Source: an optimization exercise on an open RTL-to-GDS flow (aim: small area, a short achievable clock period and few clock cycles). Production flows keep margins and buffers that such runs may drop.
RTL that was checked went through simulation tests only; none was proved equivalent to the original.
The RTL of runs 1 and 2 was laid out without a check of its function.
Power is estimated from default activity; no workload was simulated.

[design/flow/run.sh]
#!/bin/bash
# synth_recipe.tcl (not shown) runs the flow's synth.tcl, then flattens the netlist and writes it again
# the make line also repeats each setting of config.mk as NAME=value (left out here)
make -C /OpenROAD-flow-scripts/flow DESIGN_CONFIG=/design/flow/config.mk WORK_HOME=/design/flow/orfs CLKGATE_MAP_FILE= SYNTH_SCRIPT=/design/flow/synth_recipe.tcl finish
[design/flow/design.v]
module xa_decode (
    input  wire [2:0] fmt,
    input  wire [7:0] x,
    output reg        sign,
    output wire [7:0] m,
    output wire [2:0] q,
    output wire       is_zero,
    output reg        is_inf,
    output reg        is_nan
);
    reg  [7:0] mag;
    reg  [4:0] sh;
    always @(*) begin
        sign   = 1'b0;
        mag    = 8'd0;
        sh     = 5'd16;
        is_inf = 1'b0;
        is_nan = 1'b0;
        case (fmt)
            3'd0: begin  
                sign = x[7];
                if (x[6:0] == 7'h7F) is_nan = 1'b1;
                mag = {4'd0, x[6:3] != 4'd0, x[2:0]};
                sh  = (x[6:3] == 4'd0) ? 5'd7 : {1'b0, x[6:3]} + 5'd6;
            end
            3'd1: begin  
                sign = x[7];
                if (x[6:2] == 5'd31) begin
                    if (x[1:0] == 2'd0) is_inf = 1'b1;
                    else                is_nan = 1'b1;
                end
                mag = {5'd0, x[6:2] != 5'd0 && x[6:2] != 5'd31, x[1:0]};
                sh  = (x[6:2] == 5'd0) ? 5'd0 : x[6:2] - 5'd1;
            end
            3'd2: begin  
                sign = x[5];
                mag  = {4'd0, x[4:3] != 2'd0, x[2:0]};
                sh   = (x[4:3] == 2'd0) ? 5'd13 : {3'd0, x[4:3]} + 5'd12;
            end
            3'd3: begin  
                sign = x[5];
                mag  = {5'd0, x[4:2] != 3'd0, x[1:0]};
                sh   = (x[4:2] == 3'd0) ? 5'd12 : {2'd0, x[4:2]} + 5'd11;
            end
            3'd4: begin  
                sign = x[3];
                mag  = {6'd0, x[2:1] != 2'd0, x[0]};
                sh   = (x[2:1] == 2'd0) ? 5'd15 : {3'd0, x[2:1]} + 5'd14;
            end
            3'd5: begin  
                sign = x[7];
                mag  = x[7] ? (~x + 8'd1) : x;
            end
            default: begin  
                sign = x[3];
                mag  = x[3] ? {4'd0, (~x[3:0] + 4'd1)} : {4'd0, x[3:0]};
            end
        endcase
    end
    assign m = mag << sh[1:0];
    assign q = sh[4:2];
    assign is_zero = !is_inf && !is_nan && (mag == 8'd0);
endmodule
module xa_fp32_plan (
    input  wire [111:0] acc,
    input  wire [8:0]   f_base,      
    output wire [8:0]   sh,          
    output wire [8:0]   e0,          
    output wire         sticky,      
    output wire         zero
);
    wire         sign = acc[111];
    wire [110:0] c    = acc[110:0] ^ {111{sign}};
    reg  [6:0] lz;
    reg  [6:0] tz;
    integer i;
    always @(*) begin
        lz = 7'd112;
        for (i = 0; i < 111; i = i + 1)
            if (c[i]) lz = 7'd111 - i[6:0];
        tz = 7'd112;
        for (i = 111; i >= 0; i = i - 1)
            if (acc[i]) tz = i[6:0];
    end
    wire signed [10:0] fs  = $signed({{2{f_base[8]}}, f_base}) + 11'sd205;
    wire signed [10:0] sh0 = (fs < $signed({4'd0, lz})) ? fs : $signed({4'd0, lz});
    wire signed [10:0] sh1 = (sh0 < -11'sd25) ? -11'sd25 : sh0;
    wire signed [10:0] ex  = fs - sh1;
    assign sh     = sh1[8:0];
    assign e0     = ex[10] ? 9'd0 : ex[8:0];
    assign sticky = ($signed({4'd0, tz}) + sh1) < 11'sd87;
    assign zero   = (acc == 112'd0);
endmodule
module xa_fp32_win (
    input  wire [111:0] acc,
    input  wire [8:0]   sh,          
    output wire [24:0]  win          
);
    wire sign = acc[111];
    wire [161:0] x = {{25{sign}}, acc, 25'd0};
    wire [7:0]   r = 8'd112 - sh[7:0];
    wire [151:0] x1 = r[7] ? {118'd0, x[161:128]} : x[151:0];
    wire [87:0]  x2 = r[6] ? x1[151:64] : x1[87:0];
    wire [55:0]  x3 = r[5] ? x2[87:32]  : x2[55:0];
    wire [39:0]  x4 = r[4] ? x3[55:16]  : x3[39:0];
    wire [31:0]  x5 = r[3] ? x4[39:8]   : x4[31:0];
    wire [27:0]  x6 = r[2] ? x5[31:4]   : x5[27:0];
    wire [25:0]  x7 = r[1] ? x6[27:2]   : x6[25:0];
    wire [24:0]  x8 = r[0] ? x7[25:1]   : x7[24:0];
    assign win = x8 ^ {25{sign}};
endmodule
module xa_fp32_pack (
    input  wire        sign,
    input  wire [24:0] win,
    input  wire [8:0]  e0,
    input  wire        sticky,
    input  wire        zero,
    input  wire [5:0]  flags,
    output reg  [31:0] result
);
    localparam [31:0] QNAN = 32'h7FC0_0000;
    localparam [31:0] PINF = 32'h7F80_0000;
    localparam [31:0] NINF = 32'hFF80_0000;
    wire        carry = sign & !sticky;
    wire [33:0] v     = {1'b0, e0, 24'd0} + {9'd0, win} + {33'd0, carry};
    wire        rup   = v[0] & (sticky | v[1]);
    wire [32:0] body  = v[33:1] + {32'd0, rup};
    wire        ovf   = (body[32:23] >= 10'd255);
    always @(*) begin
        if (flags[0] || flags[4] || flags[5] || (flags[1] && flags[2]))
            result = QNAN;
        else if (flags[1])
            result = PINF;
        else if (flags[2])
            result = NINF;
        else if (zero)
            result = flags[3] ? 32'h0000_0000 : 32'h8000_0000;
        else if (ovf)
            result = sign ? NINF : PINF;
        else
            result = {sign, body[30:0]};
    end
endmodule
module xa_narrow_acc (
    input  wire         clk,
    input  wire         rst,
    input  wire         in_valid,
    output reg          in_ready,
    input  wire         in_first,
    input  wire         in_last,
    input  wire [3:0]   in_lane_en,
    input  wire [31:0]  in_a,         
    input  wire [31:0]  in_b,
    input  wire [7:0]   in_xa,        
    input  wire [7:0]   in_xb,        
    input  wire [2:0]   cfg_fmt_a,
    input  wire [2:0]   cfg_fmt_b,
    input  wire         cfg_mx_a,
    input  wire         cfg_mx_b,
    input  wire [8:0]   cfg_f,        
    input  wire [111:0] cfg_acc,      
    input  wire [5:0]   cfg_flags,
    output reg          out_valid,
    input  wire         out_ready,
    output reg  [111:0] out_acc,
    output reg  [7:0]   out_flags,
    output reg  [31:0]  out_fp32
);
    wire take = in_valid && in_ready && !rst;
    wire give = out_valid && out_ready;
    reg         s0_v, s0_first, s0_last;
    reg  [3:0]  s0_en;
    reg  [31:0] s0_a, s0_b;
    reg  [7:0]  s0_xa, s0_xb;
    reg  [2:0]   k_fa, k_fb;
    reg          k_mxa, k_mxb;
    reg  [8:0]   k_f;
    reg  [111:0] k_acc;
    reg  [5:0]   k_flags;
    always @(posedge clk) begin
        s0_v     <= take;
        s0_first <= in_first;
        s0_last  <= in_last;
        s0_en    <= in_lane_en;
        s0_a     <= in_a;
        s0_b     <= in_b;
        s0_xa    <= in_xa;
        s0_xb    <= in_xb;
        if (take && in_first) begin
            k_fa    <= cfg_fmt_a;
            k_fb    <= cfg_fmt_b;
            k_mxa   <= cfg_mx_a;
            k_mxb   <= cfg_mx_b;
            k_f     <= (cfg_mx_a || cfg_mx_b) ? cfg_f : 9'd0;
            k_acc   <= cfg_acc;
            k_flags <= cfg_flags;
        end
    end
    wire signed [10:0] e_a = k_mxa ? ($signed({3'd0, s0_xa}) - 11'sd127) : 11'sd0;
    wire signed [10:0] e_b = k_mxb ? ($signed({3'd0, s0_xb}) - 11'sd127) : 11'sd0;
    wire signed [10:0] d   = e_a + e_b - $signed({{2{k_f[8]}}, k_f});
    wire in_window = (d >= 11'sd0) && (d <= 11'sd16);
    wire scale_nan = (k_mxa && s0_xa == 8'hFF) || (k_mxb && s0_xb == 8'hFF);
    wire [15:0] l_p  [0:3];
    wire [3:0]  l_k  [0:3];
    wire [3:0]  l_s, lane_nan, lane_pinf, lane_ninf, lane_nonneg, lane_win;
    genvar g;
    generate
        for (g = 0; g < 4; g = g + 1) begin : lane
            wire       sa, sb, za, zb, ia, ib, na, nb;
            wire [7:0] ma, mb;
            wire [2:0] qa, qb;
            xa_decode dec_a (.fmt(k_fa), .x(s0_a[8*g+7:8*g]), .sign(sa), .m(ma), .q(qa),
                             .is_zero(za), .is_inf(ia), .is_nan(na));
            xa_decode dec_b (.fmt(k_fb), .x(s0_b[8*g+7:8*g]), .sign(sb), .m(mb), .q(qb),
                             .is_zero(zb), .is_inf(ib), .is_nan(nb));
            wire en    = s0_en[g];
            wire psign = sa ^ sb;
            wire pnan  = scale_nan || na || nb || (ia && zb) || (ib && za);
            wire pinf  = !pnan && (ia || ib);
            wire pzero = !pnan && !pinf && (za || zb);
            wire pfin  = !pnan && !pinf && !pzero;
            wire add   = en && pfin && in_window;
            assign l_p[g] = add ? ma * mb : 16'd0;
            assign l_k[g] = {1'b0, qa} + {1'b0, qb};
            assign l_s[g] = psign;
            assign lane_nan[g]    = en && pnan;
            assign lane_pinf[g]   = en && pinf && !psign;
            assign lane_ninf[g]   = en && pinf && psign;
            assign lane_nonneg[g] = en && !(pzero && psign);
            assign lane_win[g]    = en && pfin && !in_window;
        end
    endgenerate
    reg         s1_v, s1_first, s1_last;
    reg  [15:0] s1_p [0:3];
    reg  [3:0]  s1_k [0:3];
    reg  [3:0]  s1_s;
    reg  [4:0]  s1_d;
    reg  [4:0]  s1_fl;
    integer j;
    always @(posedge clk) begin
        s1_v     <= s0_v && !rst;
        s1_first <= s0_first;
        s1_last  <= s0_last;
        for (j = 0; j < 4; j = j + 1) begin
            s1_p[j] <= l_p[j];
            s1_k[j] <= l_k[j];
        end
        s1_s  <= l_s;
        s1_d  <= d[4:0];
        s1_fl <= {|lane_win, |lane_nonneg, |lane_ninf, |lane_pinf, |lane_nan};
    end
    wire [66:0] l_v [0:3];
    generate
        for (g = 0; g < 4; g = g + 1) begin : align
            wire [15:0] v0 = s1_s[g] ? -s1_p[g] : s1_p[g];
            wire        sg = v0[15];
            wire [3:0]  k  = s1_k[g];
            wire [19:0] v1 = k[0] ? {v0, 4'd0} : {{4{sg}}, v0};
            wire [27:0] v2 = k[1] ? {v1, 8'd0} : {{8{sg}}, v1};
            wire [43:0] v3 = k[2] ? {v2, 16'd0} : {{16{sg}}, v2};
            wire [66:0] v4 = k[3] ? {v3[34:0], 32'd0} : {{23{sg}}, v3};
            assign l_v[g] = v4;
        end
    endgenerate
    reg         s2_v, s2_first, s2_last;
    reg  [66:0] s2_sum;
    reg  [4:0]  s2_d;
    reg  [4:0]  s2_fl;
    always @(posedge clk) begin
        s2_v     <= s1_v && !rst;
        s2_first <= s1_first;
        s2_last  <= s1_last;
        s2_sum   <= l_v[0] + l_v[1] + l_v[2] + l_v[3];
        s2_d     <= s1_d;
        s2_fl    <= s1_fl;
    end
    reg  [111:0] acc;
    reg  [5:0]   flags;
    reg  [8:0]   acc_f;
    reg          acc_done;
    wire [82:0]  beat_sum   = {{16{s2_sum[66]}}, s2_sum} << s2_d;
    wire [111:0] base_acc   = s2_first ? k_acc   : acc;
    wire [5:0]   base_flags = s2_first ? k_flags : flags;
    wire [111:0] beat_ext   = {{29{beat_sum[82]}}, beat_sum};
    wire [111:0] new_acc    = base_acc + beat_ext;
    wire         ovf        = (base_acc[111] == beat_ext[111]) && (new_acc[111] != base_acc[111]);
    reg  slot_busy;
    wire xfer = acc_done && (!slot_busy || give);
    always @(posedge clk) begin
        if (s2_v) begin
            acc   <= new_acc;
            flags <= base_flags | {ovf, s2_fl};
            if (s2_first) acc_f <= k_f;
        end
        if (rst)
            acc_done <= 1'b0;
        else if (s2_v && s2_last)
            acc_done <= 1'b1;
        else if (xfer)
            acc_done <= 1'b0;
    end
    wire [8:0] p_sh, p_e0;
    wire       p_sticky, p_zero;
    xa_fp32_plan plan (.acc(acc), .f_base(acc_f), .sh(p_sh), .e0(p_e0), .sticky(p_sticky),
                       .zero(p_zero));
    reg        c1, c2;
    reg  [8:0] f1_sh, f1_e0;
    reg        f1_sticky, f1_zero;
    wire [24:0] w_win;
    xa_fp32_win win (.acc(out_acc), .sh(f1_sh), .win(w_win));
    reg  [24:0] f2_win;
    reg  [8:0]  f2_e0;
    reg         f2_sticky, f2_zero;
    wire [31:0] fp32;
    xa_fp32_pack pack (.sign(out_acc[111]), .win(f2_win), .e0(f2_e0), .sticky(f2_sticky),
                       .zero(f2_zero), .flags(out_flags[5:0]), .result(fp32));
    always @(posedge clk) begin
        if (xfer) begin
            out_acc   <= acc;
            out_flags <= {2'b00, flags};
            f1_sh     <= p_sh;
            f1_e0     <= p_e0;
            f1_sticky <= p_sticky;
            f1_zero   <= p_zero;
        end
        f2_win    <= w_win;
        f2_e0     <= f1_e0;
        f2_sticky <= f1_sticky;
        f2_zero   <= f1_zero;
        if (c2) out_fp32 <= fp32;
        if (rst) begin
            c1        <= 1'b0;
            c2        <= 1'b0;
            slot_busy <= 1'b0;
            out_valid <= 1'b0;
        end else begin
            c1 <= xfer;
            c2 <= c1;
            if (xfer)
                slot_busy <= 1'b1;
            else if (give)
                slot_busy <= 1'b0;
            if (c2)
                out_valid <= 1'b1;
            else if (give)
                out_valid <= 1'b0;
        end
    end
    reg  [1:0] pend;
    wire [1:0] pend_next = pend + {1'b0, take && in_last} - {1'b0, give};
    wire hold_first = (take && in_first && in_last) ||
                      (s0_v && s0_first && (s0_last || (take && in_last)));
    always @(posedge clk) begin
        if (rst) begin
            pend     <= 2'd0;
            in_ready <= 1'b1;
        end else begin
            pend     <= pend_next;
            in_ready <= !pend_next[1] && !hold_first;
        end
    end
endmodule
[design/flow/config.mk]
export PLATFORM = sky130hd
export DESIGN_NAME = xa_narrow_acc
export DESIGN_NICKNAME = xa_narrow_acc
export VERILOG_FILES = /design/flow/design.v
export SDC_FILE = /design/flow/constraint.sdc
export NUM_CORES = 4
export LEC_CHECK = 0
export CAP_MARGIN = 20
export CORE_MARGIN = 2
export CORE_UTILIZATION = 30
export PLACE_DENSITY = 0.4
export SLEW_MARGIN = 20
[design/flow/constraint.sdc]
create_clock -name core_clock -period 24.0 [get_ports {clk}]
set_input_delay 4.8000 -clock core_clock [delete_from_list [all_inputs] [get_ports {clk}]]
set_output_delay 4.8000 -clock core_clock [all_outputs]
set_load 0.01 [all_outputs]
==> flow_metrics.env, run 1 <==
export IMPL_postCtsResizedCells=0
export IMPL_dpl_instance_area_um2=76300
export IMPL_vias=61200
export IMPL_busiest_layer="met2"
export IMPL_finalCritPeriodShare_pct=39.4
export IMPL_rr_worst_depth=41
export IMPL_grt_setup_unrepaired="false"
export IMPL_use_met3_pct=2.81
export IMPL_dp_cells=11200
export IMPL_synth_warnings=6
export IMPL_grt_pass1_wl_um=413000
export IMPL_hp_class="flip-flop to flip-flop"
export IMPL_min_to="s2_fl[4]$_DFF_P_"
export IMPL_power_density_nw_per_um2=81.3
export IMPL_grt_pass1_vias=59800
export IMPL_yosys_area_share_adder_pct=16.9
export IMPL_final_util_pct=34.6
export IMPL_synth_seq_cells=739
export IMPL_core_um2=230000
export IMPL_synth_seq_area_share_pct=27.5
export IMPL_cp_required_ns=24.51
export IMPL_final_common_cell="nand2_1"
export IMPL_clkTransAtPathRegs_ns=0.07
export IMPL_num_fill_cells=24000
export IMPL_initial_utilization_pct=30.2
export IMPL_holdCritStartpoint="s1_fl[4]$_DFF_P_"
export IMPL_routed_wl_um=286000
export IMPL_grtUsageMet1_pct=29.9
export IMPL_synth_mux_area_share_pct=7.88
export IMPL_clkSinkCount=739
export IMPL_yosys_most_used_dff="edfxtp_1"
export IMPL_slew_violations=0
export IMPL_cp_common_cell="o21ai_0"
export IMPL_ios=379
export IMPL_clock_skew_ns=0.0695
export IMPL_fin_area_um2=79600
export IMPL_min_period_ns=9.45
export IMPL_synth_top_family_by_area="compound AO/OA/AOI/OAI gates"
export IMPL_postCtsSetupRepairBufs=0
export IMPL_r2r_start="acc[111]$_DFFE_PP_"
export IMPL_relSlewSlack_pct=17.0
export IMPL_met2_usage_pct=39.7
export IMPL_maxCapViolCount=0
export IMPL_final_net_count=9285
export IMPL_layout_common_cells="nand2_1, nor2_1, a21oi_1, inv_1, o21ai_0"
export IMPL_antenna_found_initial=4
export IMPL_r2r_slack_ns=14.55
export IMPL_die_w_um=485
export IMPL_die_h_um=485
export IMPL_route_detailed_drc=0
export IMPL_synth_xor_area_share_pct=5.71
export IMPL_synth_edff_count=431
export IMPL_fmax_mhz=106
export IMPL_cts_tree="built"
export IMPL_total_power_mw=6.47
export IMPL_rows=176
export IMPL_port_buffers=376
export IMPL_ys_types=110
export IMPL_path_max_fanout=77
export IMPL_vias_per_cell=5.36
export IMPL_hold_viol_final=0
export IMPL_h_tree_depth=3
export IMPL_synth_compound_area_share_pct=18.8
export IMPL_cts_max_path_buffers=3
export IMPL_syn2layout_area_growth_pct=14.6
export IMPL_tightest_slew_ns=1.23
export IMPL_worst_setup_path_end_kind="flip-flop"
export IMPL_leakage_nw=32.8
export IMPL_path_class="flip-flop to flip-flop"
export IMPL_syn_inst=8134
export IMPL_cts_buffers=96
export IMPL_worstPathArrival_ns=9.96
export IMPL_globalRouteOverflowTotal=0
export IMPL_max_stage_delay_ns=0.62
export IMPL_multiInputGateArea_um2=46500
export IMPL_rr_endpoint="f1_e0[6]$_SDFFCE_PP0P_"
export IMPL_syn_area_per_cell_um2=8.53
export IMPL_async_flop_share_pct=0
export IMPL_outcome="no timing/DRC/antenna violations"
export IMPL_grtUsageTotal_pct=23.5
export IMPL_syn_area_um2=69400
export IMPL_drt_pass1_iterations=6
export IMPL_ir_drop_mv=0.0561
export IMPL_instances_no_fill=11400
export IMPL_worstSetupStartpointType="flip-flop"
export IMPL_synth_simple_gate_area_share_pct=17.5
export IMPL_wl_per_cell_um=25.0
export IMPL_dp_hpwl_um=233000
export IMPL_clk_latency_ns=0.80
export IMPL_die_area_um2=235000
export IMPL_setup_viol=0
export IMPL_cts_hold_buffers=0
export IMPL_final_seq_area_um2=19100
export IMPL_drive_above_1_share_pct=6.85
export IMPL_drtAntennaViolNets=0
export IMPL_cts_root_buf="clkbuf_16"
export IMPL_cp_slowest_cell="ha_1"
export IMPL_grt_max_degree=79
export IMPL_gp_congestion=0.952
export IMPL_whs_path_depth=0
export IMPL_finalSetupTns_ns=0
export IMPL_drt_iter0_markers=4793
## cells by family (layout without fill, tap and decap cells)
kind of cell,count (synthesis),count (layout)
other cells,1,8
xor+xnor,452,452
compound gates,2105,2105
buf+inv,1023,1266
mux,464,464
flops,739,739
fa+ha+maj,763,763
simple gates,2587,2587
## registers in the layout, summed over array words and instances, names as in the netlist, 6 cells and up
| signal | count |
|---|---|
| out_flags | 6 |
| f1_e0 | 9 |
| k_acc | 112 |
| s0_xa | 8 |
| s0_xb | 8 |
| s1_p | 64 |
| s0_a | 32 |
| f2_win | 25 |
| k_f | 9 |
| f2_e0 | 9 |
| s2_sum | 67 |
| flags | 6 |
| acc_f | 9 |
| s0_b | 32 |
| f1_sh | 8 |
| out_acc | 112 |
| acc | 112 |
| s1_k | 16 |
| out_fp32 | 32 |
| k_flags | 6 |
## worst max-delay path by stage
stage | from | end | slack [ns] | cells past startpoint
floorplan | out_ready | f1_e0[0]$_SDFFCE_PP0P_ | 12.26 | 3
global placement | acc[111]$_DFFE_PP_ | f1_e0[8]$_SDFFCE_PP0P_ | 14.67 | 41
detailed placement | acc[111]$_DFFE_PP_ | f1_e0[8]$_SDFFCE_PP0P_ | 14.69 | 41
CTS | acc[111]$_DFFE_PP_ | f1_e0[6]$_SDFFCE_PP0P_ | 14.60 | 41
global route | acc[111]$_DFFE_PP_ | f1_e0[2]$_SDFFCE_PP0P_ | 13.71 | 43
finish | acc[111]$_DFFE_PP_ | f1_e0[6]$_SDFFCE_PP0P_ | 14.55 | 41
## power by group
group	switching [mW]	internal, mW
logic	1.97	1.26
registers	0.193	1.55
clock network	0.645	0.856
total	2.80	3.67
## metal layers
layer,vias up,part of all wire (%)
li1,29300,-
met1,29700,43
met2,1865,48
met3,414,4.4
met4,0,5.1
met5,-,0
## cell type report
cell class / count / area share [%]
multi-input combinational: 6373 / 58.5
sequential: 739 / 24.0
timing repair buffer: 477 / 5.69
tap: 3026 / 4.76
clock buffer: 114 / 3.19
inverter: 610 / 2.88
clock inverter: 65 / 0.934
antenna: 6 / 0.0189
## metrics by stage
step / setup slack [ns] / hold slack [ns]
2_1_floorplan: 12.26 / 0.310
3_3_place_gp: 14.67 / 0.313
3_5_place_dp: 14.69 / 0.312
4_1_cts: 14.60 / 0.326
5_1_grt: 13.71 / 0.327
6_report: 14.55 / 0.326
## critical path: cells and delay by family (launching register included)
family	cells	cell delay (ns)
AO/OA/AOI/OAI	24	4.90
multiplexers	1	0.29
flip-flops	1	0.35
buffers and inverters	1	0.58
AND/OR/NAND/NOR	11	1.49
adder cells (fa/ha/maj)	4	1.48
## cell usage after synthesis (all sizes together) (120+ instances only)
| cell type | count | area (µm²) |
|---|---|---|
| a21o | 160 | 1200 |
| a21oi | 613 | 3070 |
| clkbuf | 331 | 1240 |
| dfxtp | 308 | 6170 |
| edfxtp | 431 | 12900 |
| fa | 292 | 5850 |
| ha | 471 | 5890 |
| inv | 606 | 2270 |
| mux2i | 292 | 2920 |
| nand2 | 873 | 3280 |
| nand3 | 185 | 938 |
| nor2 | 712 | 2770 |
| nor2b | 120 | 751 |
| nor3 | 154 | 771 |
| o21ai | 539 | 2700 |
| o22ai | 127 | 801 |
| xnor2 | 285 | 2500 |
| xor2 | 167 | 1460 |
==> run 2, diff against run 1 <==
--- a/design/flow/design.v
+++ b/design/flow/design.v
@@ -63,2 +63,111 @@
 endmodule
+module xa_add #(parameter W = 16) (
+    input  wire [W-1:0] a,
+    input  wire [W-1:0] b,
+    input  wire         cin,
+    output wire [W-1:0] s,
+    output wire         cout
+);
+    localparam [127:0] SRC0 = {32{4'h5}},  UP0 = {32{4'hA}};
+    localparam [127:0] SRC1 = {32{4'h2}},  UP1 = {32{4'hC}};
+    localparam [127:0] SRC2 = {16{8'h08}}, UP2 = {16{8'hF0}};
+    localparam [127:0] SRC3 = {8{16'h0080}},     UP3 = {8{16'hFF00}};
+    localparam [127:0] SRC4 = {4{32'h0000_8000}}, UP4 = {4{32'hFFFF_0000}};
+    localparam [127:0] SRC5 = {2{64'h0000_0000_8000_0000}}, UP5 = {2{64'hFFFF_FFFF_0000_0000}};
+    localparam [127:0] SRC6 = {64'd0, 64'h8000_0000_0000_0000}, UP6 = {{64{1'b1}}, 64'd0};
+    function automatic [2*W-1:0] level(input [W-1:0] g, input [W-1:0] p,
+                                       input [127:0] src, input [127:0] up, input integer n);
+        reg [W-1:0] sg, sp;
+        integer t;
+        begin
+            sg = (g & src[W-1:0]) << 1;
+            sp = (p & src[W-1:0]) << 1;
+            for (t = 0; t < n; t = t + 1) begin
+                sg = sg | (sg << (1 << t));
+                sp = sp | (sp << (1 << t));
+            end
+            level = {g | (p & sg), p & (sp | ~up[W-1:0])};
+        end
+    endfunction
+    wire [W-1:0]   p0 = a ^ b;
+    wire [W-1:0]   g0 = (a & b) | {{(W-1){1'b0}}, p0[0] & cin};
+    wire [2*W-1:0] k1 = level(g0,          p0,          SRC0, UP0, 0);
+    wire [2*W-1:0] k2 = level(k1[2*W-1:W], k1[W-1:0], SRC1, UP1, 1);
+    wire [2*W-1:0] k3 = level(k2[2*W-1:W], k2[W-1:0], SRC2, UP2, 2);
+    wire [2*W-1:0] k4 = level(k3[2*W-1:W], k3[W-1:0], SRC3, UP3, 3);
+    wire [2*W-1:0] k5 = level(k4[2*W-1:W], k4[W-1:0], SRC4, UP4, 4);
+    wire [2*W-1:0] k6 = level(k5[2*W-1:W], k5[W-1:0], SRC5, UP5, 5);
+    wire [2*W-1:0] k7 = level(k6[2*W-1:W], k6[W-1:0], SRC6, UP6, 6);
+    wire [W-1:0]   gc = k7[2*W-1:W];    
+    assign s    = p0 ^ {gc[W-2:0], cin};
+    assign cout = gc[W-1];
+endmodule
+module xa_mul8 (
+    input  wire [7:0]  a,
+    input  wire [7:0]  b,
+    output wire [15:0] p
+);
+    wire [15:0] pp [0:7];
+    genvar i;
+    generate
+        for (i = 0; i < 8; i = i + 1) begin : pps
+            assign pp[i] = {8'd0, a & {8{b[i]}}} << i;
+        end
+    endgenerate
+    wire [15:0] s1a = pp[0] ^ pp[1] ^ pp[2];
+    wire [15:0] c1a = ((pp[0] & pp[1]) | (pp[0] & pp[2]) | (pp[1] & pp[2])) << 1;
+    wire [15:0] s1b = pp[3] ^ pp[4] ^ pp[5];
+    wire [15:0] c1b = ((pp[3] & pp[4]) | (pp[3] & pp[5]) | (pp[4] & pp[5])) << 1;
+    wire [15:0] s2a = s1a ^ c1a ^ s1b;
+    wire [15:0] c2a = ((s1a & c1a) | (s1a & s1b) | (c1a & s1b)) << 1;
+    wire [15:0] s2b = c1b ^ pp[6] ^ pp[7];
+    wire [15:0] c2b = ((c1b & pp[6]) | (c1b & pp[7]) | (pp[6] & pp[7])) << 1;
+    wire [15:0] s3  = s2a ^ c2a ^ s2b;
+    wire [15:0] c3  = ((s2a & c2a) | (s2a & s2b) | (c2a & s2b)) << 1;
+    wire [15:0] s4  = s3 ^ c3 ^ c2b;
+    wire [15:0] c4  = ((s3 & c3) | (s3 & c2b) | (c3 & c2b)) << 1;
+    wire        co;
+    xa_add #(16) fin (.a(s4), .b(c4), .cin(1'b0), .s(p), .cout(co));
+endmodule
+module xa_lzc128 (
+    input  wire [127:0] x,
+    output reg  [6:0]   n,
+    output reg          z
+);
+    reg [63:0] v1; reg [63:0] c1;
+    reg [31:0] v2; reg [63:0] c2;
+    reg [15:0] v3; reg [47:0] c3;
+    reg [7:0]  v4; reg [31:0] c4;
+    reg [3:0]  v5; reg [19:0] c5;
+    reg [1:0]  v6; reg [11:0] c6;
+    integer i;
+    always @(*) begin
+        for (i = 0; i < 64; i = i + 1) begin
+            v1[i] = x[2*i+1] | x[2*i];
+            c1[i] = !x[2*i+1];
+        end
+        for (i = 0; i < 32; i = i + 1) begin
+            v2[i] = v1[2*i+1] | v1[2*i];
+            c2[2*i +: 2] = v1[2*i+1] ? {1'b0, c1[2*i+1]} : {1'b1, c1[2*i]};
+        end
+        for (i = 0; i < 16; i = i + 1) begin
+            v3[i] = v2[2*i+1] | v2[2*i];
+            c3[3*i +: 3] = v2[2*i+1] ? {1'b0, c2[4*i+2 +: 2]} : {1'b1, c2[4*i +: 2]};
+        end
+        for (i = 0; i < 8; i = i + 1) begin
+            v4[i] = v3[2*i+1] | v3[2*i];
+            c4[4*i +: 4] = v3[2*i+1] ? {1'b0, c3[6*i+3 +: 3]} : {1'b1, c3[6*i +: 3]};
+        end
+        for (i = 0; i < 4; i = i + 1) begin
+            v5[i] = v4[2*i+1] | v4[2*i];
+            c5[5*i +: 5] = v4[2*i+1] ? {1'b0, c4[8*i+4 +: 4]} : {1'b1, c4[8*i +: 4]};
+        end
+        for (i = 0; i < 2; i = i + 1) begin
+            v6[i] = v5[2*i+1] | v5[2*i];
+            c6[6*i +: 6] = v5[2*i+1] ? {1'b0, c5[10*i+5 +: 5]} : {1'b1, c5[10*i +: 5]};
+        end
+        z = !(v6[1] | v6[0]);
+        n = v6[1] ? {1'b0, c6[11:6]} : {1'b1, c6[5:0]};
+    end
+endmodule
 module xa_fp32_plan (
@@ -73,20 +182,25 @@
     wire [110:0] c    = acc[110:0] ^ {111{sign}};
-    reg  [6:0] lz;
-    reg  [6:0] tz;
+    wire [6:0] n1, n2;
+    wire       z1, z2;
+    xa_lzc128 lzc (.x({1'b0, c, 16'd0}), .n(n1), .z(z1));
+    reg  [127:0] rev;
     integer i;
     always @(*) begin
-        lz = 7'd112;
-        for (i = 0; i < 111; i = i + 1)
-            if (c[i]) lz = 7'd111 - i[6:0];
-        tz = 7'd112;
-        for (i = 111; i >= 0; i = i - 1)
-            if (acc[i]) tz = i[6:0];
+        rev = 128'd0;
+        for (i = 0; i < 112; i = i + 1)
+            rev[127 - i] = acc[i];
     end
+    xa_lzc128 tzc (.x(rev), .n(n2), .z(z2));
+    wire [6:0] lz = z1 ? 7'd112 : n1;
+    wire [6:0] tz = n2;                  
     wire signed [10:0] fs  = $signed({{2{f_base[8]}}, f_base}) + 11'sd205;
-    wire signed [10:0] sh0 = (fs < $signed({4'd0, lz})) ? fs : $signed({4'd0, lz});
-    wire signed [10:0] sh1 = (sh0 < -11'sd25) ? -11'sd25 : sh0;
-    wire signed [10:0] ex  = fs - sh1;
-    assign sh     = sh1[8:0];
-    assign e0     = ex[10] ? 9'd0 : ex[8:0];
-    assign sticky = ($signed({4'd0, tz}) + sh1) < 11'sd87;
+    wire signed [10:0] fc  = (fs < -11'sd25) ? -11'sd25 : fs;
+    wire               sub = fs < $signed({4'd0, lz});
+    wire signed [10:0] en  = fs - $signed({4'd0, lz});
+    wire               stn = ({1'b0, tz} + {1'b0, lz}) < 8'd87;
+    wire signed [10:0] tc  = $signed({4'd0, tz}) + fc;
+    wire               sts = tc < 11'sd87;
+    assign sh     = sub ? fc[8:0] : {2'b00, lz};
+    assign e0     = sub ? 9'd0 : en[8:0];
+    assign sticky = sub ? sts : stn;
     assign zero   = (acc == 112'd0);
@@ -124,5 +238,8 @@
     wire        carry = sign & !sticky;
-    wire [33:0] v     = {1'b0, e0, 24'd0} + {9'd0, win} + {33'd0, carry};
+    wire [32:0] v;
+    wire        vc, bc;
+    xa_add #(33) add_v (.a({e0, 24'd0}), .b({8'd0, win}), .cin(carry), .s(v), .cout(vc));
     wire        rup   = v[0] & (sticky | v[1]);
-    wire [32:0] body  = v[33:1] + {32'd0, rup};
+    wire [32:0] body;
+    xa_add #(33) add_r (.a({vc, v[32:1]}), .b(33'd0), .cin(rup), .s(body), .cout(bc));
     wire        ovf   = (body[32:23] >= 10'd255);
@@ -170,2 +287,5 @@
     wire give = out_valid && out_ready;
+    reg  exp_first;
+    wire k_load = exp_first && !(s0_v && s0_first) && !(s1_v && s1_first);
+    reg         s1_v, s1_first, s1_last;
     reg         s0_v, s0_first, s0_last;
@@ -188,3 +308,3 @@
         s0_xb    <= in_xb;
-        if (take && in_first) begin
+        if (k_load) begin
             k_fa    <= cfg_fmt_a;
@@ -223,5 +343,7 @@
             wire add   = en && pfin && in_window;
-            assign l_p[g] = add ? ma * mb : 16'd0;
+            wire [15:0] pm;
+            xa_mul8 mul (.a(ma), .b(mb), .p(pm));
+            assign l_p[g] = add ? pm : 16'd0;
             assign l_k[g] = {1'b0, qa} + {1'b0, qb};
-            assign l_s[g] = psign;
+            assign l_s[g] = add && psign;
             assign lane_nan[g]    = en && pnan;
@@ -233,3 +355,2 @@
     endgenerate
-    reg         s1_v, s1_first, s1_last;
     reg  [15:0] s1_p [0:3];
@@ -255,9 +376,16 @@
         for (g = 0; g < 4; g = g + 1) begin : align
-            wire [15:0] v0 = s1_s[g] ? -s1_p[g] : s1_p[g];
-            wire        sg = v0[15];
+            wire        ng = s1_s[g];
+            wire [15:0] v0;
+            if (g == 0) begin : neg
+                assign v0 = ng ? -s1_p[g] : s1_p[g];
+            end else begin : inv
+                assign v0 = s1_p[g] ^ {16{ng}};
+            end
+            wire        sg = (g == 0) ? v0[15] : ng;
+            wire        fl = (g == 0) ? 1'b0 : ng;
             wire [3:0]  k  = s1_k[g];
-            wire [19:0] v1 = k[0] ? {v0, 4'd0} : {{4{sg}}, v0};
-            wire [27:0] v2 = k[1] ? {v1, 8'd0} : {{8{sg}}, v1};
-            wire [43:0] v3 = k[2] ? {v2, 16'd0} : {{16{sg}}, v2};
-            wire [66:0] v4 = k[3] ? {v3[34:0], 32'd0} : {{23{sg}}, v3};
+            wire [19:0] v1 = k[0] ? {v0, {4{fl}}}        : {{4{sg}}, v0};
+            wire [27:0] v2 = k[1] ? {v1, {8{fl}}}        : {{8{sg}}, v1};
+            wire [43:0] v3 = k[2] ? {v2, {16{fl}}}       : {{16{sg}}, v2};
+            wire [66:0] v4 = k[3] ? {v3[34:0], {32{fl}}} : {{23{sg}}, v3};
             assign l_v[g] = v4;
@@ -265,2 +393,11 @@
     endgenerate
+    wire [66:0] cs1_s = l_v[1] ^ l_v[2] ^ l_v[3];
+    wire [66:0] cs1_c = {((l_v[1][65:0] & l_v[2][65:0]) | (l_v[1][65:0] & l_v[3][65:0]) |
+                          (l_v[2][65:0] & l_v[3][65:0])), s1_s[1]};
+    wire [66:0] cs2_s = cs1_s ^ cs1_c ^ l_v[0];
+    wire [66:0] cs2_c = {((cs1_s[65:0] & cs1_c[65:0]) | (cs1_s[65:0] & l_v[0][65:0]) |
+                          (cs1_c[65:0] & l_v[0][65:0])), s1_s[2]};
+    wire [66:0] lane_sum;
+    wire        lane_co;
+    xa_add #(67) add_l (.a(cs2_s), .b(cs2_c), .cin(s1_s[3]), .s(lane_sum), .cout(lane_co));
     reg         s2_v, s2_first, s2_last;
@@ -273,3 +410,3 @@
         s2_last  <= s1_last;
-        s2_sum   <= l_v[0] + l_v[1] + l_v[2] + l_v[3];
+        s2_sum   <= lane_sum;
         s2_d     <= s1_d;
@@ -285,6 +422,8 @@
     wire [111:0] beat_ext   = {{29{beat_sum[82]}}, beat_sum};
-    wire [111:0] new_acc    = base_acc + beat_ext;
+    wire [111:0] new_acc;
+    wire         acc_co;
+    xa_add #(112) add_a (.a(base_acc), .b(beat_ext), .cin(1'b0), .s(new_acc), .cout(acc_co));
     wire         ovf        = (base_acc[111] == beat_ext[111]) && (new_acc[111] != base_acc[111]);
     reg  slot_busy;
-    wire xfer = acc_done && (!slot_busy || give);
+    wire xfer = acc_done && !slot_busy;
     always @(posedge clk) begin
@@ -350,12 +489,14 @@
     reg  [1:0] pend;
-    wire [1:0] pend_next = pend + {1'b0, take && in_last} - {1'b0, give};
-    wire hold_first = (take && in_first && in_last) ||
-                      (s0_v && s0_first && (s0_last || (take && in_last)));
+    wire [1:0] pend_next  = pend + {1'b0, take && in_last} - {1'b0, give};
+    wire       exp_next   = take ? in_last : exp_first;
+    wire       kload_next = exp_next && !(take && in_first) && !(s0_v && s0_first);
     always @(posedge clk) begin
         if (rst) begin
-            pend     <= 2'd0;
-            in_ready <= 1'b1;
+            pend      <= 2'd0;
+            exp_first <= 1'b1;
+            in_ready  <= 1'b1;
         end else begin
-            pend     <= pend_next;
-            in_ready <= !pend_next[1] && !hold_first;
+            pend      <= pend_next;
+            exp_first <= exp_next;
+            in_ready  <= !pend_next[1] && (!exp_next || kload_next);
         end
==> run 2 against run 1 <==
Global-route usage rose by 0.31 points. Still clean on timing, DRC and antenna. Utilization is 0.37 points higher. Via count shrank 8.8%. Area after synthesis decreased by 5.2%. Largest cell class unchanged. Sequential cell count increased by 1. Clock power is 3% higher.
==> flow_metrics.env, run 2 <==
export IMPL_hp_class="flip-flop to flip-flop"
export IMPL_synth_area_leader_cell="edfxtp_1"
export IMPL_pre_cts_ws_ns=15.28
export IMPL_grt_pass1_vias=55400
export IMPL_async_flop_share_pct=0
export IMPL_dpl_instance_area_um2=72600
export IMPL_ys_types=118
export IMPL_grtUsageTotal_pct=23.8
export IMPL_synth_seq_area_share_pct=29.1
export IMPL_cp_slowest_cell="xor2_1"
export IMPL_initial_utilization_pct=30.2
export IMPL_die_h_um=472
export IMPL_drive_above_1_share_pct=8.77
export IMPL_synth_top_cell_area_share_pct=19.7
export IMPL_synthTopCellsByArea="edfxtp_1, fa_1, dfxtp_1, ha_1, nor2_1"
export IMPL_die_w_um=472
export IMPL_dp_hpwl_um=223000
export IMPL_layout_common_cells="nor2_1, nand2_1, inv_1, a21oi_1, edfxtp_1"
export IMPL_final_common_cell="nor2_1"
export IMPL_outcome="no timing/DRC/antenna violations"
export IMPL_min_period_ns=8.87
export IMPL_wl_per_cell_um=26.0
export IMPL_rr_worst_depth=27
export IMPL_gp_congestion=0.938
export IMPL_yosys_most_used_dff="edfxtp_1"
export IMPL_cts_tree="built"
export IMPL_grt_pass1_wl_um=391000
export IMPL_clkSinkCount=740
export IMPL_synth_warnings=12
export IMPL_maxCapViolCount=0
export IMPL_die_area_um2=223000
export IMPL_finalSetupTns_ns=0
export IMPL_worstPathArrival_ns=9.44
export IMPL_rows=171
export IMPL_path_max_fanout=8
export IMPL_cp_common_cell="o21ai_0"
export IMPL_cts_root_buf="clkbuf_16"
export IMPL_clkTransAtPathRegs_ns=0.06
export IMPL_finalCritPeriodShare_pct=37.0
export IMPL_fmax_mhz=113
export IMPL_vias_per_cell=5.33
export IMPL_reg_largest_list="acc: 112 flops, k_acc: 112 flops, out_acc: 112 flops"
export IMPL_setup_ws_ns=15.13
export IMPL_routed_wl_um=272000
export IMPL_max_stage_delay_ns=0.68
export IMPL_vias=55800
export IMPL_dp_cells=10300
export IMPL_drt_iter0_markers=4396
export IMPL_worstSetupStartpointType="flip-flop"
export IMPL_hold_viol_final=0
export IMPL_syn_area_per_cell_um2=9.00
export IMPL_antenna_found_initial=8
export IMPL_final_seq_area_um2=19200
export IMPL_ir_drop_mv=0.0859
export IMPL_drt_pass1_iterations=6
export IMPL_instances_no_fill=10500
export IMPL_setup_viol=0
export IMPL_syn2layout_area_growth_pct=15.6
export IMPL_synth_top_cells_by_count="nor2_1, nand2_1, inv_1"
export IMPL_core_um2=218000
export IMPL_leakage_nw=30.7
export IMPL_h_tree_depth=3
export IMPL_postCtsSetupRepairBufs=0
export IMPL_power_density_nw_per_um2=99.6
export IMPL_final_net_count=8497
export IMPL_clock_skew_ns=0.109
export IMPL_grt_max_degree=79
export IMPL_path_class="flip-flop to flip-flop"
export IMPL_tightest_slew_ns=1.24
export IMPL_whs_path_depth=0
export IMPL_clk_latency_ns=0.78
export IMPL_synth_most_common_cell="nor2_1"
export IMPL_grt_setup_unrepaired="false"
export IMPL_globalRouteOverflowTotal=0
export IMPL_synth_edff_count=431
export IMPL_postCtsResizedCells=0
export IMPL_ios=379
export IMPL_relSlewSlack_pct=16.9
export IMPL_num_fill_cells=22300
export IMPL_cts_buffers=96
export IMPL_final_util_pct=35.0
export IMPL_synth_seq_cells=740
export IMPL_worst_setup_path_end_kind="flip-flop"
export IMPL_multiInputGateArea_um2=43300
export IMPL_cts_hold_buffers=0
export IMPL_syn_inst=7312
export IMPL_drtAntennaViolNets=0
export IMPL_cts_max_path_buffers=3
export IMPL_total_power_mw=7.58
export IMPL_slew_violations=0
export IMPL_syn_area_um2=65800
export IMPL_port_buffers=376
export IMPL_cp_required_ns=24.57
export IMPL_fin_area_um2=76100
export IMPL_route_detailed_drc=0
export IMPL_holdWs_ns=0.321
[run 2: changes by cell type in the layout (fill, tap and decap cells not counted), moves of 41 or more]
cell	change
o22ai_1	-41
ha_1	-48
a21o_1	-61
nand2_1	-219
mux2_2	+46
inv_1	-62
a21oi_1	-122
o21ai_0	-132
nand2b_1	-72
nor2_1	+71
[run 2: where the power goes]
group	total, mW	internal [mW]	switching [mW]
registers	1.85	1.62	0.226
logic	4.18	1.65	2.52
clock network	1.55	0.913	0.635
total	7.58	4.19	3.38
[run 2: per-layer routing]
| layer | up-vias | share of wire, % | GRT usage, % |
|---|---|---|---|
| met1 | 27300 | 42 | 29.8 |
| li1 | 26400 | - | - |
| met2 | 1726 | 48 | 40.5 |
| met5 | - | 0.0099 | 0 |
| met3 | 428 | 4.1 | 2.55 |
| met4 | 4 | 5.8 | 12.1 |
[run 2: logic make-up after synthesis]
family          synth area share [%]
compound gates                  16.8
xor+xnor                        6.28
fa+ha+maj                       17.9
buf+inv                         5.34
flops                           29.1
mux                             9.49
other cells                  0.00570
simple gates                    15.2
[run 2: worst max-delay path, delay by kind of cell (launching register included)]
kind	cells	cell delay [ns]
flip-flops	1	0.35
adder cells (fa/ha/maj)	3	1.31
multiplexers	1	0.30
AND/OR/NAND/NOR	8	2.48
AO/OA/AOI/OAI	12	3.35
buffers and inverters	1	0.04
XOR/XNOR	2	0.85
[run 2: worst paths after layout]
| check | slack [ns] | end | from |
|---|---|---|---|
| hold reg to reg | 0.32 | s2_fl[1]$_DFF_P_ | s1_fl[1]$_DFF_P_ |
| hold / removal | 0.32 | s2_fl[1]$_DFF_P_ | s1_fl[1]$_DFF_P_ |
| setup / recovery | 15.13 | s2_sum[65]$_DFF_P_ | s1_p[0][0]$_SDFF_PN0_ |
| setup reg to reg | 15.13 | s2_sum[65]$_DFF_P_ | s1_p[0][0]$_SDFF_PN0_ |
[run 2: cell type report]
class / count / share of cell area, %
diodes: 2 / 0.00658
clock buffers: 123 / 3.59
clock inverters: 58 / 0.946
inverters: 558 / 2.75
multi-input cells: 5659 / 56.9
flip-flops and latches: 740 / 25.2
well taps: 2854 / 4.70
repair buffers: 471 / 5.91
==> run 3, diff against run 2 <==
--- a/design/flow/design.v
+++ b/design/flow/design.v
@@ -107,5 +107,7 @@
     input  wire [7:0]  b,
-    output wire [15:0] p
+    input  wire        dec,
+    output wire [15:0] s,
+    output wire [15:0] c
 );
-    wire [15:0] pp [0:7];
+    wire [15:0] pp [0:8];
     genvar i;
@@ -116,2 +118,3 @@
     endgenerate
+    assign pp[8] = {16{dec}};
     wire [15:0] s1a = pp[0] ^ pp[1] ^ pp[2];
@@ -120,12 +123,12 @@
     wire [15:0] c1b = ((pp[3] & pp[4]) | (pp[3] & pp[5]) | (pp[4] & pp[5])) << 1;
+    wire [15:0] s1c = pp[6] ^ pp[7] ^ pp[8];
+    wire [15:0] c1c = ((pp[6] & pp[7]) | (pp[6] & pp[8]) | (pp[7] & pp[8])) << 1;
     wire [15:0] s2a = s1a ^ c1a ^ s1b;
     wire [15:0] c2a = ((s1a & c1a) | (s1a & s1b) | (c1a & s1b)) << 1;
-    wire [15:0] s2b = c1b ^ pp[6] ^ pp[7];
-    wire [15:0] c2b = ((c1b & pp[6]) | (c1b & pp[7]) | (pp[6] & pp[7])) << 1;
+    wire [15:0] s2b = c1b ^ s1c ^ c1c;
+    wire [15:0] c2b = ((c1b & s1c) | (c1b & c1c) | (s1c & c1c)) << 1;
     wire [15:0] s3  = s2a ^ c2a ^ s2b;
     wire [15:0] c3  = ((s2a & c2a) | (s2a & s2b) | (c2a & s2b)) << 1;
-    wire [15:0] s4  = s3 ^ c3 ^ c2b;
-    wire [15:0] c4  = ((s3 & c3) | (s3 & c2b) | (c3 & c2b)) << 1;
-    wire        co;
-    xa_add #(16) fin (.a(s4), .b(c4), .cin(1'b0), .s(p), .cout(co));
+    assign s = s3 ^ c3 ^ c2b;
+    assign c = ((s3 & c3) | (s3 & c2b) | (c3 & c2b)) << 1;
 endmodule
@@ -172,8 +175,6 @@
 endmodule
-module xa_fp32_plan (
+module xa_fp32_count (
     input  wire [111:0] acc,
-    input  wire [8:0]   f_base,      
-    output wire [8:0]   sh,          
-    output wire [8:0]   e0,          
-    output wire         sticky,      
+    output wire [6:0]   lz,          
+    output wire [6:0]   tz,          
     output wire         zero
@@ -193,4 +194,14 @@
     xa_lzc128 tzc (.x(rev), .n(n2), .z(z2));
-    wire [6:0] lz = z1 ? 7'd112 : n1;
-    wire [6:0] tz = n2;                  
+    assign lz   = z1 ? 7'd112 : n1;      
+    assign tz   = n2;                    
+    assign zero = z2;
+endmodule
+module xa_fp32_plan (
+    input  wire [6:0]   lz,
+    input  wire [6:0]   tz,
+    input  wire [8:0]   f_base,      
+    output wire [8:0]   sh,          
+    output wire [8:0]   e0,          
+    output wire         sticky       
+);
     wire signed [10:0] fs  = $signed({{2{f_base[8]}}, f_base}) + 11'sd205;
@@ -205,3 +216,2 @@
     assign sticky = sub ? sts : stn;
-    assign zero   = (acc == 112'd0);
 endmodule
@@ -238,8 +248,5 @@
     wire        carry = sign & !sticky;
-    wire [32:0] v;
-    wire        vc, bc;
-    xa_add #(33) add_v (.a({e0, 24'd0}), .b({8'd0, win}), .cin(carry), .s(v), .cout(vc));
+    wire [33:0] v     = {1'b0, e0, 24'd0} + {9'd0, win} + {33'd0, carry};
     wire        rup   = v[0] & (sticky | v[1]);
-    wire [32:0] body;
-    xa_add #(33) add_r (.a({vc, v[32:1]}), .b(33'd0), .cin(rup), .s(body), .cout(bc));
+    wire [32:0] body  = v[33:1] + {32'd0, rup};
     wire        ovf   = (body[32:23] >= 10'd255);
@@ -323,3 +330,4 @@
     wire scale_nan = (k_mxa && s0_xa == 8'hFF) || (k_mxb && s0_xb == 8'hFF);
-    wire [15:0] l_p  [0:3];
+    wire [15:0] l_ps [0:3];
+    wire [15:0] l_pc [0:3];
     wire [3:0]  l_k  [0:3];
@@ -343,7 +351,8 @@
             wire add   = en && pfin && in_window;
-            wire [15:0] pm;
-            xa_mul8 mul (.a(ma), .b(mb), .p(pm));
-            assign l_p[g] = add ? pm : 16'd0;
-            assign l_k[g] = {1'b0, qa} + {1'b0, qb};
-            assign l_s[g] = add && psign;
+            wire [15:0] pms, pmc;
+            xa_mul8 mul (.a(ma), .b(mb), .dec(psign), .s(pms), .c(pmc));
+            assign l_ps[g] = add ? pms : 16'd0;
+            assign l_pc[g] = add ? pmc : 16'd0;
+            assign l_k[g]  = {1'b0, qa} + {1'b0, qb};
+            assign l_s[g]  = add && psign;
             assign lane_nan[g]    = en && pnan;
@@ -355,3 +364,4 @@
     endgenerate
-    reg  [15:0] s1_p [0:3];
+    reg  [15:0] s1_ps [0:3];
+    reg  [15:0] s1_pc [0:3];
     reg  [3:0]  s1_k [0:3];
@@ -366,3 +376,4 @@
         for (j = 0; j < 4; j = j + 1) begin
-            s1_p[j] <= l_p[j];
+            s1_ps[j] <= l_ps[j];
+            s1_pc[j] <= l_pc[j];
             s1_k[j] <= l_k[j];
@@ -377,15 +388,11 @@
             wire        ng = s1_s[g];
-            wire [15:0] v0;
-            if (g == 0) begin : neg
-                assign v0 = ng ? -s1_p[g] : s1_p[g];
-            end else begin : inv
-                assign v0 = s1_p[g] ^ {16{ng}};
-            end
-            wire        sg = (g == 0) ? v0[15] : ng;
-            wire        fl = (g == 0) ? 1'b0 : ng;
+            wire [15:0] pv;
+            wire        pco;
+            xa_add #(16) add_p (.a(s1_ps[g]), .b(s1_pc[g]), .cin(1'b0), .s(pv), .cout(pco));
+            wire [15:0] v0 = pv ^ {16{ng}};
             wire [3:0]  k  = s1_k[g];
-            wire [19:0] v1 = k[0] ? {v0, {4{fl}}}        : {{4{sg}}, v0};
-            wire [27:0] v2 = k[1] ? {v1, {8{fl}}}        : {{8{sg}}, v1};
-            wire [43:0] v3 = k[2] ? {v2, {16{fl}}}       : {{16{sg}}, v2};
-            wire [66:0] v4 = k[3] ? {v3[34:0], {32{fl}}} : {{23{sg}}, v3};
+            wire [19:0] v1 = k[0] ? {v0, 4'd0}         : {{4{ng}}, v0};
+            wire [27:0] v2 = k[1] ? {v1, 8'd0}         : {{8{ng}}, v1};
+            wire [43:0] v3 = k[2] ? {v2, 16'd0}        : {{16{ng}}, v2};
+            wire [66:0] v4 = k[3] ? {v3[34:0], 32'd0}  : {{23{ng}}, v3};
             assign l_v[g] = v4;
@@ -395,9 +402,9 @@
     wire [66:0] cs1_c = {((l_v[1][65:0] & l_v[2][65:0]) | (l_v[1][65:0] & l_v[3][65:0]) |
-                          (l_v[2][65:0] & l_v[3][65:0])), s1_s[1]};
+                          (l_v[2][65:0] & l_v[3][65:0])), 1'b0};
     wire [66:0] cs2_s = cs1_s ^ cs1_c ^ l_v[0];
     wire [66:0] cs2_c = {((cs1_s[65:0] & cs1_c[65:0]) | (cs1_s[65:0] & l_v[0][65:0]) |
-                          (cs1_c[65:0] & l_v[0][65:0])), s1_s[2]};
+                          (cs1_c[65:0] & l_v[0][65:0])), 1'b0};
     wire [66:0] lane_sum;
     wire        lane_co;
-    xa_add #(67) add_l (.a(cs2_s), .b(cs2_c), .cin(s1_s[3]), .s(lane_sum), .cout(lane_co));
+    xa_add #(67) add_l (.a(cs2_s), .b(cs2_c), .cin(1'b0), .s(lane_sum), .cout(lane_co));
     reg         s2_v, s2_first, s2_last;
@@ -441,11 +448,15 @@
     end
-    wire [8:0] p_sh, p_e0;
-    wire       p_sticky, p_zero;
-    xa_fp32_plan plan (.acc(acc), .f_base(acc_f), .sh(p_sh), .e0(p_e0), .sticky(p_sticky),
-                       .zero(p_zero));
+    wire [6:0] n_lz, n_tz;
+    wire       n_zero;
+    xa_fp32_count cnt (.acc(acc), .lz(n_lz), .tz(n_tz), .zero(n_zero));
     reg        c1, c2;
-    reg  [8:0] f1_sh, f1_e0;
-    reg        f1_sticky, f1_zero;
+    reg  [6:0] f1_lz, f1_tz;
+    reg  [8:0] f1_f;
+    reg        f1_zero;
+    wire [8:0]  p_sh, p_e0;
+    wire        p_sticky;
+    xa_fp32_plan plan (.lz(f1_lz), .tz(f1_tz), .f_base(f1_f), .sh(p_sh), .e0(p_e0),
+                       .sticky(p_sticky));
     wire [24:0] w_win;
-    xa_fp32_win win (.acc(out_acc), .sh(f1_sh), .win(w_win));
+    xa_fp32_win win (.acc(out_acc), .sh(p_sh), .win(w_win));
     reg  [24:0] f2_win;
@@ -460,10 +471,10 @@
             out_flags <= {2'b00, flags};
-            f1_sh     <= p_sh;
-            f1_e0     <= p_e0;
-            f1_sticky <= p_sticky;
-            f1_zero   <= p_zero;
+            f1_lz     <= n_lz;
+            f1_tz     <= n_tz;
+            f1_zero   <= n_zero;
+            f1_f      <= acc_f;
         end
         f2_win    <= w_win;
-        f2_e0     <= f1_e0;
-        f2_sticky <= f1_sticky;
+        f2_e0     <= p_e0;
+        f2_sticky <= p_sticky;
         f2_zero   <= f1_zero;
==> run 3 against run 2 <==
Still clean on timing, DRC and antenna. Count of clock-buffer cells in the layout increased by 15. Via count rose by 9.2%. Setup slack worse by 0.43 ns. Clock skew decreased by 0.045 ns. Maximum frequency fell by 4.7%. Sequential power about the same. Routed wire length rose by 11%. Die area grew 7.3%. Synthesized cell count rose by 8.7%. Critical path type unchanged. Largest power group unchanged.
==> flow_metrics.env, run 3 <==
export IMPL_globalRouteOverflowTotal=0
export IMPL_yosys_most_used_dff="edfxtp_1"
export IMPL_port_buffers=376
export IMPL_die_w_um=489
export IMPL_synth_top_cell_area_share_pct=18.5
export IMPL_synth_seq_cells=801
export IMPL_vias=61000
export IMPL_hold_viol_final=0
export IMPL_synth_seq_area_share_pct=28.9
export IMPL_synth_mux_area_share_pct=7.82
export IMPL_synth_warnings=15
export IMPL_cts_hold_buffers=0
export IMPL_dp_hpwl_um=245000
export IMPL_finalCritPeriodShare_pct=38.8
export IMPL_postCtsResizedCells=0
export IMPL_maxCapViolCount=0
export IMPL_min_to="s2_d[1]$_DFF_P_"
export IMPL_outcome="no timing/DRC/antenna violations"
export IMPL_postCtsSetupRepairBufs=0
export IMPL_holdCritStartpoint="s1_d[1]$_DFF_P_"
export IMPL_synth_area_leader_cell="edfxtp_1"
export IMPL_drt_iter0_markers=5180
export IMPL_grt_max_degree=88
export IMPL_syn_area_per_cell_um2=8.89
export IMPL_worstPathArrival_ns=9.95
export IMPL_cts_max_path_buffers=3
export IMPL_reg_largest_list="acc: 112 flops, k_acc: 112 flops, out_acc: 112 flops"
export IMPL_synth_edff_count=436
export IMPL_rows=178
export IMPL_clock_skew_ns=0.0640
export IMPL_core_um2=235000
export IMPL_num_fill_cells=24500
export IMPL_synth_simple_gate_area_share_pct=16.8
export IMPL_synthTopCellsByArea="edfxtp_1, dfxtp_1, fa_1, ha_1, nor2_1"
export IMPL_drive_above_1_share_pct=7.86
export IMPL_layout_common_cells="nor2_1, nand2_1, inv_1, ha_1, edfxtp_1"
export IMPL_route_detailed_drc=0
export IMPL_clkTransAtPathRegs_ns=0.06
export IMPL_path_max_fanout=4
export IMPL_worst_setup_path_end_kind="flip-flop"
export IMPL_leakage_nw=33.2
export IMPL_ir_drop_mv=0.0589
export IMPL_hp_class="flip-flop to flip-flop"
export IMPL_rr_worst_depth=33
export IMPL_die_h_um=489
export IMPL_max_stage_delay_ns=0.71
export IMPL_final_common_cell="nor2_1"
export IMPL_drt_pass1_iterations=8
export IMPL_cp_required_ns=24.64
export IMPL_slew_violations=0
export IMPL_r2r_start="s1_ps[1][2]$_SDFF_PN0_"
export IMPL_synth_top_family_by_area="adder cells"
export IMPL_cp_slowest_cell="o21ai_0"
export IMPL_yosys_area_share_adder_pct=18.4
export IMPL_clk_latency_ns=0.80
export IMPL_crit_family="compound AO/OA/AOI/OAI gates"
export IMPL_routed_wl_um=302000
export IMPL_gp_congestion=0.959
export IMPL_initial_utilization_pct=30.1
export IMPL_syn_area_um2=70700
export IMPL_grtUsageTotal_pct=24.5
export IMPL_tightest_slew_ns=1.18
export IMPL_path_class="flip-flop to flip-flop"
export IMPL_relSlewSlack_pct=21.4
export IMPL_syn_inst=7949
export IMPL_rr_endpoint="s2_sum[64]$_DFF_P_"
export IMPL_cts_tree="built"
export IMPL_setup_viol=0
export IMPL_antenna_found_initial=19
export IMPL_cp_common_cell="o21ai_0"
export IMPL_grt_pass1_vias=60000
export IMPL_fmax_mhz=107
export IMPL_vias_per_cell=5.36
export IMPL_ys_types=117
export IMPL_synth_top_cells_by_count="nor2_1, nand2_1, inv_1"
export IMPL_clkSinkCount=801
export IMPL_synth_most_common_cell="nor2_1"
export IMPL_ios=379
export IMPL_drtAntennaViolNets=0
export IMPL_grt_pass1_wl_um=430000
export IMPL_die_area_um2=239000
export IMPL_synth_xor_area_share_pct=5.19
export IMPL_min_period_ns=9.31
export IMPL_worstSetupStartpointType="flip-flop"
export IMPL_r2r_slack_ns=14.69
export IMPL_worst_path_buf_inv=2
export IMPL_cts_root_buf="clkbuf_16"
export IMPL_synth_compound_area_share_pct=17.2
export IMPL_syn2layout_area_growth_pct=14.9
export IMPL_wl_per_cell_um=26.5
export IMPL_total_power_mw=6.97
export IMPL_finalSetupTns_ns=0
export IMPL_h_tree_depth=3
export IMPL_power_density_nw_per_um2=85.9
export IMPL_cts_buffers=102
export IMPL_final_net_count=9173
export IMPL_async_flop_share_pct=0
export IMPL_grt_setup_unrepaired="false"
export IMPL_whs_path_depth=0
[run 3: worst max-delay path by stage]
stage | slack, ns | cells past startpoint | endpoint | startpoint
after floorplan | 16.40 | 3 | k_acc[0]$_DFFE_PP_ | s0_v$_DFF_P_
after global placement | 14.90 | 35 | s2_sum[64]$_DFF_P_ | s1_pc[2][2]$_SDFF_PN0_
after detailed placement | 14.83 | 33 | s2_sum[64]$_DFF_P_ | s1_pc[1][2]$_SDFF_PN0_
after CTS | 14.81 | 33 | s2_sum[64]$_DFF_P_ | s1_ps[1][2]$_SDFF_PN0_
after global routing | 13.87 | 33 | s2_sum[64]$_DFF_P_ | s1_ps[1][2]$_SDFF_PN0_
final | 14.69 | 33 | s2_sum[64]$_DFF_P_ | s1_ps[1][2]$_SDFF_PN0_
[run 3: layout make-up]
| type | count | area [µm²] | share of cell area, % |
|---|---|---|---|
| Antenna cell | 8 | 20.0 | 0.0247 |
| Timing Repair Buffer | 472 | 4490 | 5.53 |
| Inverter | 643 | 2410 | 2.97 |
| Sequential cell | 801 | 20400 | 25.2 |
| Clock buffer | 138 | 2970 | 3.65 |
| Clock inverter | 54 | 514 | 0.633 |
| Tap cell | 3150 | 3940 | 4.85 |
| Multi-Input combinational cell | 6108 | 46400 | 57.2 |
[run 3: worst register-to-register path: cells and delay by family, from the launching register on]
kind | cells | cell delay, ns
mux | 1 | 0.15
buf+inv | 2 | 0.10
flops | 1 | 0.32
xor+xnor | 2 | 0.55
compound gates | 15 | 3.79
simple gates | 7 | 2.03
fa+ha+maj | 6 | 2.25
[run 3: power by group]
part           internal (mW)  switching, mW  total (mW)
clock                  0.909          0.686        1.59
sequential              1.67          0.201        1.87
combinational           1.31           2.19        3.50
total                   3.89           3.08        6.97
[run 3: cells by family after synthesis]
kind of cell,count (synthesis)
other,1
DFF,801
AOI/OAI and AO/OA,1874
and+or+nand+nor,2535
xor gates and xnor gates,419
muxes,457
buffers and inverters,1041
adders and majority gates,821
[run 3: stage by stage]
step	hold WS, ns	utilization [%]	cell area, µm²	cells	worst slack [ns]
final	0.327	34.6	81200	11400	14.69
after global routing	0.333	34.6	81200	11400	13.87
after CTS	0.328	34.6	81100	11400	14.81
after detailed placement	0.316	33.1	77700	11200	14.83
after global placement	0.312	33.1	77600	11200	14.90
after floorplan	0.310	-	70700	7950	16.40
[run 3: per-layer routing]
metal  vias up  share of wire, %  global-route usage, %
li1      28500                 -                      -
met1     30200                43                   31.4
met2      1852                48                   41.8
met3       399               4.8                   2.81
met4         2               4.4                   9.83
met5         -            0.0043                      0
Testbench counts of run 3, summed over its fixed seeds: cycles 22,666.

==> separate check: timing with driven ports <==
The results above use ideal ports. As a check the final layouts listed here were re-extracted and re-timed, cells and wires unchanged.
Step 1 (the two cells are an assumption about what drives the block):
set clk [get_ports {clk}]
set_driving_cell -lib_cell sky130_fd_sc_hd__clkbuf_16 $clk
set_driving_cell -lib_cell sky130_fd_sc_hd__buf_2 [delete_from_list [all_inputs] $clk]
Step 2 moves the port delays by t, midway between the first and last clock arrival at a register: inputs arrive t later, outputs are due t later. That takes back most of the time a late clock gives input paths.
a / b / c = ideal ports / drivers / drivers and shift; a / b = the first two.
run	t, ns	slack for setup (ns)	latest minus earliest clock arrival (ns)	worst register clock-pin slew, ns
run 1	0.848	14.551 / 14.551 / 14.551	0.078 / 0.078	0.07 / 0.07
run 2	0.811	15.126 / 15.126 / 15.126	0.127 / 0.127	0.08 / 0.08
run 3	0.855	14.691 / 14.691 / 14.691	0.075 / 0.075	0.07 / 0.07
After both steps setup and hold are still met in every run listed.
